Source: an optimization exercise on an open RTL-to-GDS flow (aim: small area, a short achievable clock period and few clock cycles per item). Production flows keep margins and buffers that such runs may drop.
Only simulation tests tie the RTL to the original design; equivalence was not proved.

==> inputs of xenon <==
==> flow/design.v (excerpt) <==
module lcy_gfmul (
    input  wire         clk,
    input  wire         rst,         
    input  wire         in_valid,
    output wire         in_ready,
    input  wire [127:0] in_x,
    input  wire [127:0] in_h,
    output wire         out_valid,
    input  wire         out_ready,
    output wire [127:0] out_z
);
export LEC_CHECK = 0
export CAP_MARGIN = 35
export CORE_MARGIN = 2
export CORE_UTILIZATION = 50
export SETUP_SLACK_MARGIN = 2.0
export SLEW_MARGIN = 20
export TNS_END_PERCENT = 10
create_clock -name core_clock -period 5.0 [get_ports {clk}]
standard.sh (not shown) runs the stock make flow with config.mk's settings and CLKGATE_MAP_FILE= SYNTH_SCRIPT=/design/flow/synth_recipe.tcl, a recipe that flattens the netlist after the stock synthesis.
==> flow/flow/run.sh <==
#!/bin/bash
# The standard layout (standard.sh), with the port buffers that the standard
# flow inserts in global placement made of sky130_fd_sc_hd__buf_4 instead of the
# cell buffer_ports picks by default (a slow delay buffer that the resizer then
# cannot swap, since the platform resizes only within a cell footprint).
# Every port still gets its own buffer.
set -euo pipefail
export BUFFER_PORTS_ARGS="-buffer_cell sky130_fd_sc_hd__buf_4"
bash standard.sh > standard_flow.log 2>&1
==> inputs of nickel, as changes to xenon <==
--- a/flow/config.mk
+++ b/flow/config.mk
@@ -8,6 +8,5 @@
 export CAP_MARGIN = 35
 export CORE_MARGIN = 2
 export CORE_UTILIZATION = 50
-export SETUP_SLACK_MARGIN = 2.0
+export SETUP_SLACK_MARGIN = 2.6
 export SLEW_MARGIN = 20
-export TNS_END_PERCENT = 10
==> inputs of fjord, as changes to xenon <==
==> flow/run.sh (new file) <==
#!/bin/bash
# synth_recipe.tcl (not shown) runs the flow's synth.tcl, then flattens the netlist and writes it again
# the make line also repeats each setting of config.mk as NAME=value (left out here)
make -C /OpenROAD-flow-scripts/flow DESIGN_CONFIG=/design/flow/config.mk WORK_HOME=/design/flow/orfs CLKGATE_MAP_FILE= SYNTH_SCRIPT=/design/flow/synth_recipe.tcl finish
--- a/flow/config.mk
+++ b/flow/config.mk
@@ -8,6 +8,5 @@
 export CAP_MARGIN = 35
 export CORE_MARGIN = 2
 export CORE_UTILIZATION = 50
-export SETUP_SLACK_MARGIN = 2.0
+export SETUP_SLACK_MARGIN = 1.8
 export SLEW_MARGIN = 20
-export TNS_END_PERCENT = 10
removed: flow/flow/run.sh
removed: flow/standard.sh
==> qor summary <==
quantity                                                                             xenon                   nickel                    fjord
Run status                                                         complete, no violations  complete, no violations  complete, no violations
Stages on worst setup path                                                               4                       11                       12
Maximum cell stage delay along the critical path                                   0.88 ns                  0.49 ns                  0.64 ns
Post-synthesis to final-layout area growth                                          17.31%                   56.24%                   27.52%
Fin crit share                                                                      67.06%                   58.43%                   68.02%
Overall fraction of global-route tracks in use                                      48.00%                   49.78%                   49.29%
Wire length of the first global-routing pass                                     830400 um                873400 um                855600 um
Crit path buf inv count                                                                  0                        3                        5
Hold worst-path end                                                                   v[2]                     v[2]                     v[1]
CP startpoint kind                                                                register                input pin                input pin
Number of setup buffers added after CTS                                                 16                     1183                      137
Number of inserted diodes                                                               28                       39                       21
Instance area at placement                                                      138400 um2               138700 um2               144600 um2
Number of antenna violations at the first check in global routing                       41                       47                       65
Critical path start-end classification                                register to register    input pin to register    input pin to register
Final worst hold slack                                                           0.3357 ns                0.3097 ns                0.4598 ns
Final standard cell area without fillers                                        146400 um2               195000 um2               159100 um2
Multi-input gate count                                                               13020                    13020                    13020
Clk latency of the worst-skew pair                                                 0.85 ns                  0.90 ns                  0.85 ns
Crit Path Max Fanout                                                                     4                        5                       12
Wirelength per Cell                                                               32.63 um                 33.77 um                 32.19 um
Transition time at the pin with the least slew margin                             1.146 ns                 1.211 ns                 1.143 ns
Testbench counts of xenon, summed over its fixed seeds: cycles 984, blocks 960.
Testbench counts of nickel, summed over its fixed seeds: cycles 984, blocks 960.
Testbench counts of fjord, summed over its fixed seeds: cycles 984, blocks 960.

==> what the ideal ports hide <==
The results above use ideal ports. As a check the final layouts listed here were re-extracted and re-timed, cells and wires unchanged. Step 1, drivers: a clkbuf_16 drives clk and a buf_2 each remaining input, both assumed. Step 2 moves the port delays by t, midway between the first and last clock arrival at a register: inputs arrive t later, outputs are due t later. That takes back most of the time a late clock gives input paths. Three values: ideal ports, drivers, drivers and shift; two values: the first two.
run	t (ns)	setup slack, ns	worst setup path at the end
xenon	0.943	1.647 / 1.647 / 0.806	input to register
nickel	0.981	2.078 / 2.080 / 1.099	input to register
fjord	0.915	1.599 / 1.679 / 0.764	input to register
After both steps setup and hold are still met in every run listed. The setup slack of nickel, which loses most, moves by +0.002 ns with the drivers and by -0.979 ns with both steps.
